Context: an optimization exercise on an open-source flow, tuned for small area. The choices shown serve that exercise and are no tape-out recipe.
Only simulation tests tie the RTL to the original design; equivalence was not proved.

$ cat config.mk
export PLATFORM = sky130hd
export DESIGN_NAME = acq_decim
export DESIGN_NICKNAME = acq_decim
export VERILOG_FILES = /design/flow/design.v
export SDC_FILE = /design/flow/constraint.sdc
export NUM_CORES = 4
export LEC_CHECK = 0
export ABC_AREA = 1
export CAP_MARGIN = 20
export CORE_MARGIN = 2
export CORE_UTILIZATION = 40
export SLEW_MARGIN = 20
$ cat constraint.sdc
create_clock -name core_clock -period 50.0 [get_ports {clk}]
set_input_delay 10.0000 -clock core_clock [delete_from_list [all_inputs] [get_ports {clk}]]
set_output_delay 10.0000 -clock core_clock [all_outputs]
set_load 0.01 [all_outputs]
$ cat design.v
module acq_decim_rca #(parameter integer W = 8) (
    input  wire [W-1:0] a,
    input  wire [W-1:0] b,
    input  wire         ci,
    output wire [W-1:0] s
);
    wire [W:0] c;
    assign c[0] = ci;
    genvar k;
    generate
        for (k = 0; k < W; k = k + 1) begin : g
            assign s[k]   = a[k] ^ b[k] ^ c[k];
            assign c[k+1] = (a[k] & b[k]) | (a[k] & c[k]) | (b[k] & c[k]);
        end
    endgenerate
endmodule
module acq_decim (
    input  wire        clk,
    input  wire        rst,         
    input  wire        md,          
    output reg         out_valid,   
    output reg  [27:0] out_data,    
    output reg         out_ovr      
);
    localparam integer CW = 36;     
    localparam integer AW = 52;     
    localparam integer NS = 19;     
    reg  [CW-1:0] integ1, integ2, integ3, integ4, integ5;
    wire [CW-1:0] s1, s2, s3, s4, s5;
    acq_decim_rca #(CW) u_i1 (.a(integ1), .b({{(CW-1){~md}}, 1'b1}), .ci(1'b0), .s(s1));
    acq_decim_rca #(CW) u_i2 (.a(integ2), .b(s1), .ci(1'b0), .s(s2));
    acq_decim_rca #(CW) u_i3 (.a(integ3), .b(s2), .ci(1'b0), .s(s3));
    acq_decim_rca #(CW) u_i4 (.a(integ4), .b(s3), .ci(1'b0), .s(s4));
    acq_decim_rca #(CW) u_i5 (.a(integ5), .b(s4), .ci(1'b0), .s(s5));
    always @(posedge clk) begin
        if (rst) begin
            integ1 <= 0; integ2 <= 0; integ3 <= 0; integ4 <= 0; integ5 <= 0;
        end else begin
            integ1 <= s1; integ2 <= s2; integ3 <= s3; integ4 <= s4; integ5 <= s5;
        end
    end
    reg [6:0] phase;
    reg       ticked;      
    reg       first;       
    reg [2:0] p;           
    reg [4:0] rel;         
    wire tick    = (phase == 7'd124);
    wire cstep   = tick | (ticked & (phase < 7'd4));
    wire rstep   = ticked & (phase == 7'd4);
    wire win     = ticked & (phase >= 7'd5) & (phase <= 7'd118);
    reg [2:0] vis;         
    always @* begin
        if (phase < 7'd24)       vis = 3'd0;
        else if (phase < 7'd43)  vis = 3'd1;
        else if (phase < 7'd62)  vis = 3'd2;
        else if (phase < 7'd81)  vis = 3'd3;
        else if (phase < 7'd100) vis = 3'd4;
        else                     vis = 3'd5;
    end
    always @(posedge clk) begin
        if (rst) begin
            phase  <= 0;
            ticked <= 1'b0;
            first  <= 1'b1;
            p      <= 0;
            rel    <= 0;
        end else begin
            phase <= tick ? 7'd0 : phase + 7'd1;
            if (tick) begin
                ticked <= 1'b1;
                p      <= (!ticked || p == 3'd4) ? 3'd0 : p + 3'd1;
            end
            if (ticked && phase == 7'd118)
                first <= 1'b0;
            if (!(tick && ticked && p == 3'd4))
                rel <= (rel == NS - 1) ? 5'd0 : rel + 5'd1;
        end
    end
    reg  [CW-1:0] zr0, zr1, zr2, zr3, zr4;    
    reg  [CW-1:0] v;                          
    wire [CW-1:0] ca  = tick ? s5 : v;
    wire [CW-1:0] cb  = rstep ? {{(CW-8){1'b1}}, 7'd0, ~v[9]}
                              : (first ? {CW{1'b0}} : zr4);
    wire [CW-1:0] cd;
    acq_decim_rca #(CW) u_c (.a(ca), .b(~cb), .ci(1'b1), .s(cd));
    always @(posedge clk) begin
        zr0 <= cstep ? ca : zr4;
        zr1 <= zr0;
        zr2 <= zr1;
        zr3 <= zr2;
        zr4 <= zr3;
        if (cstep | rstep)
            v <= cd;
    end
    wire [26:0] r = v[CW-1:9];
    wire [6:0] ci    = {rel, 2'b00} + {2'b00, rel} + 7'd4 - {4'd0, p};
    wire [6:0] cm    = 7'd94 - ci;
    wire [5:0] cfold = (ci > 7'd47) ? cm[5:0] : ci[5:0];
    reg  [23:0] cf;
    always @* begin
        case (cfold)
            6'd0: cf = -24'sd1;
            6'd1: cf = -24'sd4;
            6'd2: cf = -24'sd14;
            6'd3: cf = -24'sd36;
            6'd4: cf = -24'sd69;
            6'd5: cf = -24'sd96;
            6'd6: cf = -24'sd67;
            6'd7: cf =  24'sd96;
            6'd8: cf =  24'sd464;
            6'd9: cf =  24'sd1027;
            6'd10: cf =  24'sd1588;
            6'd11: cf =  24'sd1708;
            6'd12: cf =  24'sd778;
            6'd13: cf = -24'sd1704;
            6'd14: cf = -24'sd5665;
            6'd15: cf = -24'sd9997;
            6'd16: cf = -24'sd12405;
            6'd17: cf = -24'sd9929;
            6'd18: cf = -24'sd247;
            6'd19: cf =  24'sd16504;
            6'd20: cf =  24'sd36222;
            6'd21: cf =  24'sd50693;
            6'd22: cf =  24'sd49669;
            6'd23: cf =  24'sd25140;
            6'd24: cf = -24'sd23447;
            6'd25: cf = -24'sd85388;
            6'd26: cf = -24'sd138937;
            6'd27: cf = -24'sd157033;
            6'd28: cf = -24'sd117742;
            6'd29: cf = -24'sd16015;
            6'd30: cf =  24'sd128420;
            6'd31: cf =  24'sd271808;
            6'd32: cf =  24'sd357746;
            6'd33: cf =  24'sd336769;
            6'd34: cf =  24'sd187525;
            6'd35: cf = -24'sd68978;
            6'd36: cf = -24'sd368911;
            6'd37: cf = -24'sd620823;
            6'd38: cf = -24'sd732090;
            6'd39: cf = -24'sd637331;
            6'd40: cf = -24'sd318406;
            6'd41: cf =  24'sd191047;
            6'd42: cf =  24'sd817211;
            6'd43: cf =  24'sd1468057;
            6'd44: cf =  24'sd2056396;
            6'd45: cf =  24'sd2515604;
            6'd46: cf =  24'sd2804349;
            6'd47: cf =  24'sd2902489;
            default: cf = 24'sd0;
        endcase
    end
    wire [24:0] cfx = {cf, 1'b0};
    wire [4:0]  bw  = win ? cfx[{vis, 2'b00} +: 5] : 5'd0;    
    wire one_lo = bw[0] ^ bw[1];
    wire two_lo = (bw[2] & ~bw[1] & ~bw[0]) | (~bw[2] & bw[1] & bw[0]);
    wire neg_lo = bw[2] & ~(bw[1] & bw[0]);
    wire one_hi = bw[2] ^ bw[3];
    wire two_hi = (bw[4] & ~bw[3] & ~bw[2]) | (~bw[4] & bw[3] & bw[2]);
    wire neg_hi = bw[4] & ~(bw[3] & bw[2]);
    wire [27:0] rx = {r[26], r};
    wire [27:0] m_lo = (({28{one_lo}} & rx) | ({28{two_lo}} & {rx[26:0], 1'b0})) ^ {28{neg_lo}};
    wire [27:0] m_hi = (({28{one_hi}} & rx) | ({28{two_hi}} & {rx[26:0], 1'b0})) ^ {28{neg_hi}};
    reg  [AW-1:0] F [0:NS-1];
    wire [AW-1:0] head = F[NS-1];
    wire zero_old = win && vis == 3'd0 && (first || ci == 7'd94);
    wire fin      = win && vis == 3'd5 && rel == 5'd0 && p == 3'd4;
    wire [AW-1:0] in_w;
    assign in_w[31:0]  = {32{1'b1}};
    assign in_w[35:32] = {4{vis <= 3'd4}};
    assign in_w[39:36] = {4{vis <= 3'd3}};
    assign in_w[43:40] = {4{vis <= 3'd2}};
    assign in_w[47:44] = {4{vis <= 3'd1}};
    assign in_w[51:48] = {4{vis == 3'd0}};
    wire [AW-1:0] cpass;
    assign cpass[30:0]  = {31{1'b1}};
    assign cpass[31]    = ~(vis == 3'd5);
    assign cpass[34:32] = 3'b111;
    assign cpass[35]    = ~(vis == 3'd4);
    assign cpass[38:36] = 3'b111;
    assign cpass[39]    = ~(vis == 3'd3);
    assign cpass[42:40] = 3'b111;
    assign cpass[43]    = ~(vis == 3'd2);
    assign cpass[46:44] = 3'b111;
    assign cpass[47]    = ~(vis == 3'd1);
    assign cpass[51:48] = 4'b1111;
    wire fin_up   = fin & head[2] & ((|head[1:0]) | (|head[51:32]) | head[3]);
    wire [AW-1:0] op_o = zero_old ? {AW{1'b0}} : head;
    wire [AW-1:0] op_a = {{(AW-28){m_lo[27]}}, m_lo} & in_w;
    wire [AW-1:0] op_b = ({{(AW-30){m_hi[27]}}, m_hi, {2{neg_hi}}} & in_w)
                       | {{(AW-4){1'b0}}, fin_up, 3'd0};
    wire [AW-1:0] cs_s = op_o ^ op_a ^ op_b;
    wire [AW-1:0] cs_c = ((op_o & op_a) | (op_o & op_b) | (op_a & op_b)) & cpass;
    wire [AW-1:0] rb   = {cs_c[AW-2:0], neg_lo};
    wire [AW:0]   rc;
    wire [AW-1:0] acc;
    assign rc[0] = neg_hi;
    genvar q;
    generate
        for (q = 0; q < AW; q = q + 1) begin : g_acc
            assign acc[q]  = cs_s[q] ^ rb[q] ^ rc[q];
            assign rc[q+1] = ((cs_s[q] & rb[q]) | (cs_s[q] & rc[q]) | (rb[q] & rc[q])) & cpass[q];
        end
    endgenerate
    wire [AW-1:0] nxt = !win ? acc
                      : (vis == 3'd5) ? {acc[31:0], acc[51:32]}
                      : {acc[3:0], acc[51:4]};
    integer j;
    always @(posedge clk) begin
        F[0] <= nxt;
        for (j = 1; j < NS; j = j + 1)
            F[j] <= F[j-1];
    end
    always @(posedge clk) begin
        if (rst)
            out_valid <= 1'b0;
        else
            out_valid <= fin;
    end
    wire [28:0] frnd = F[0][AW-1:23];
    wire        sat  = frnd[28] ^ frnd[27];
    localparam [27:0] OVR_POS = 28'd114085069;
    localparam [27:0] OVR_NEG = 28'd154350387;    
    always @* begin
        out_data = sat ? {frnd[28], {27{~frnd[28]}}} : frnd[27:0];
        out_ovr  = sat | (frnd[27] ? (frnd[27:0] <= OVR_NEG) : (frnd[27:0] >= OVR_POS));
    end
endmodule
$ cat run.sh
#!/bin/bash
# synth_recipe.tcl (not shown) runs the flow's synth.tcl, then flattens the netlist and writes it again
# the make line also repeats each setting of config.mk as NAME=value (left out here)
make -C /OpenROAD-flow-scripts/flow DESIGN_CONFIG=/design/flow/config.mk WORK_HOME=/design/flow/orfs CLKGATE_MAP_FILE= SYNTH_SCRIPT=/design/flow/synth_recipe.tcl finish
==> results.txt <==
[worst max-delay path: cells and delay by family]
kind / cells / cell delay (ps)
adder cells (fa/ha/maj): 38 / 15820
XOR/XNOR: 2 / 340
buffers and inverters: 4 / 1170
AO/OA/AOI/OAI: 1 / 170
[final timing paths]
check	from	end	slack (ps)	depth (start not counted)
max	md	v[35]$_DFFE_PP_	22940	45
min	F[1][11]$_DFF_P_	F[2][11]$_DFF_P_	290	0
max reg2reg	rel[0]$_SDFFE_PP0N_	F[0][19]$_DFF_P_	23120	98
min reg2reg	F[1][11]$_DFF_P_	F[2][11]$_DFF_P_	290	0
[kinds of logic (layout without fill, tap and decap cells)]
logic type | count (synthesis) | in the layout | share of synthesized area [%]
buffers and inverters | 474 | 648 | 4.27
XOR/XNOR | 74 | 74 | 1.49
other | 0 | 1 | 0
adder cells (fa/ha/maj) | 347 | 347 | 15.3
AO/OA/AOI/OAI | 335 | 335 | 4.25
flip-flops | 1402 | 1402 | 65.3
AND/OR/NAND/NOR | 978 | 978 | 9.40
[synthesized netlist by cell type (4+ instances only)]
| cell type | count |
|---|---|
| o21ai_0 | 152 |
| buf_2 | 21 |
| nand2_1 | 498 |
| nand2_2 | 14 |
| ha_1 | 40 |
| nor3_1 | 10 |
| fa_1 | 307 |
| or2_2 | 4 |
| buf_6 | 5 |
| xor2_1 | 67 |
| nor2_1 | 290 |
| o22ai_1 | 50 |
| nand4_1 | 9 |
| buf_4 | 4 |
| nand3_1 | 123 |
| clkbuf_1 | 71 |
| xnor2_1 | 7 |
| edfxtp_1 | 36 |
| inv_2 | 15 |
| a21oi_1 | 93 |
| nand3_2 | 5 |
| clkinv_1 | 4 |
| o21ai_1 | 9 |
| dfxtp_1 | 1366 |
| nand2_4 | 9 |
| inv_1 | 351 |
| o211ai_1 | 10 |
[cell usage in the layout, fill, tap and decap left out, types with 6 or more instances in the layout]
master           instances
nand3_1                123
clkdlybuf4s50_1         31
inv_6                    6
o211ai_1                10
inv_2                   15
nand2_2                 14
nor3_1                   9
ha_1                    40
buf_4                   13
xor2_1                  67
o21ai_1                  9
clkbuf_16              134
nor2_1                 290
dfxtp_1               1366
o21ai_0                152
xnor2_1                  7
nand4_1                  9
clkbuf_1                31
inv_1                  350
edfxtp_1                36
clkinv_2                19
clkbuf_8                26
o22ai_1                 50
nand2_4                  9
nand2_1                498
a21oi_1                 92
fa_1                   307
[sequential cells by signal (all words and copies together) (netlist names)]
| register | count |
|---|---|
| zr2 | 36 |
| integ5 | 36 |
| F | 988 |
| integ1 | 36 |
| zr4 | 36 |
| v | 36 |
| ticked | 1 |
| rel | 5 |
| first | 1 |
| p | 3 |
| zr0 | 36 |
| integ4 | 36 |
| zr1 | 36 |
| phase | 7 |
| integ2 | 36 |
| integ3 | 36 |
| out_valid | 1 |
| zr3 | 36 |
[metal layers]
layer	global-route usage [%]	vias to the layer above
met3	2.89	174
li1	-	11369
met4	6.62	0
met2	20.7	430
met5	0	-
met1	19.3	10926
[metrics by stage]
step	setup slack [ps]	hold slack [ps]	cell area, um2
2_1_floorplan	22580	310	43500
5_1_grt	21740	301	49600
3_5_place_dp	22140	312	45300
4_1_cts	22920	297	49600
3_3_place_gp	22000	310	45300
6_report	22940	291	49600
[cell type report]
type	count	area, um2	area share, %
clock buffer	191	3830	7.72
multi-input combinational	1734	13300	26.7
clock inverter	42	500	1.01
timing repair buffer	45	419	0.845
tap	1414	1770	3.57
inverter	370	1390	2.80
antenna	1	2.50	0.00504
sequential	1402	28400	57.3
==> out/qor.txt <==
Routed wire length - 75.0 mm
Synth warnings - 2
CTS clock-pin slew for the worst setup and hold paths - 60 ps
Root cell of the clock tree - clkbuf_16
Drt pass-1 iters - 5
Placed insts - 4,965
CP dominant cell by count - fa_1
Critical path data arrival time - 27,530 ps
Max incr delay on CP - 560 ps
Final setup skew - 35.5 ps
Synthesis-to-layout area growth - 14.0%
Gr ovfl total - 0
Worst skew pair latency - 730 ps
Die Wd - 334 um
WL/cell - 14.4 um
TritonCTS clock tree - yes
Final core occ - 45.8%
Clk sinks - 1,402
CTS resizes - 0
Crit path kind - input port to flip-flop
Final Max Tran Viols - 0
WL met1 - 36.3 mm
Share of the synthesized area in the top cell type - 62.8%
First-pass GRT wire length - 121 mm
Worst hold path class - flip-flop to flip-flop
Register area share after synthesis - 65.3%
Initial Util - 40.1%
Synth Register Bits - 1,402
Initial antenna violation count - 6
RSZ-0062 raised after global routing - false
Vias per cell - 4.40
Worst Path Required - 50,470 ps
Drt initial violations - 1,509
Postcts setup bufs - 0
Number of buffers created by CTS - 133
Io pins - 33
Layout cell share with drive strength beyond 1 - 7.40%
Rows - 121
CTS max path bufs - 3
Final setup violation count - 0
H-tree Lvls - 4
Routed wl met3 - 3.20 mm
Top Metal Used - met4
Vias in the first global route - 22,642
Avg Inst Size Synth - 12.1 um2
Synth Instances - 3,610
FFs w/ async S/R, synth - 0%
DRC viols - 0
Net Count, Synth - 3,960
Post-synth EDFFs - 36
WL met2 - 32.6 mm
Die area - 111,000 um2
Die height - 334 um
Final HPWL DP - 52.2 mm
Nets - 4,036
Post-synth cell types - 51
Setup crit start kind - input port
Worst setup EP type - flip-flop
CTS Hold Bufs - 0
Mapped cell area - 43,500 um2
Port bufs - 32
Status - timing/DRC/antenna clean
Worst-Margin Slew - 898 ps
Total number of vias - 22,899
Max cap viols - 0
Achievable Freq - 37.0 MHz
Top cells by area, synth - dfxtp_1 (63%), fa_1 (14%), nand2_1 (4.3%), inv_1 (3.0%), nor2_1 (2.5%)
Fin cells - 5,199
Final hold vios - 0
Fill cells - 9,733
Routed Antenna Nets - 0
Gr usage total - 13.9%
Critical path peak fanout - 33
Setup TNS - 0 ps
Largest net degree at the start of global routing - 112
Largest area contributor in the netlist - dfxtp_1
Critical Path Slowest Stage Cell - fa_1
Slew margin rel. - 40.0%
Minimum clock period - 27,060 ps
Final period util - 54.1%
Core Box Area - 108,000 um2
Most used DFF post-synth - dfxtp_1
GPL Wtd Cong - 0.886

-- what the ideal ports hide --
How much do the figures lean on ideal ports? The routed layout below was timed once more, with nothing changed but the port constraints.
Step 1 (the two cells are an assumption about what drives the block):
set clk [get_ports {clk}]
set_driving_cell -lib_cell sky130_fd_sc_hd__clkbuf_16 $clk
set_driving_cell -lib_cell sky130_fd_sc_hd__buf_2 [delete_from_list [all_inputs] $clk]
Step 2 adds t to the input delays and takes it off the output delays; t is the mean of the earliest and latest rising clock arrival at the registers after step 1. Input paths then give back, and output paths get back, about the clock's delay inside the block.
Slacks: no drivers / after step 1 / after step 2; pairs: no drivers / after step 1.
t, ns: 0.773
setup WS [ns]: 22.940 / 22.984 / 22.211
latest minus earliest clock arrival (ns): 0.041 / 0.040
worst register clock-pin slew, ns: 0.07 / 0.07
worst data-port slew with drivers (ns): 0.04
After both steps this run still meets setup and hold. The setup slack of this run moves by +0.044 ns with the drivers and by -0.729 ns with both steps.
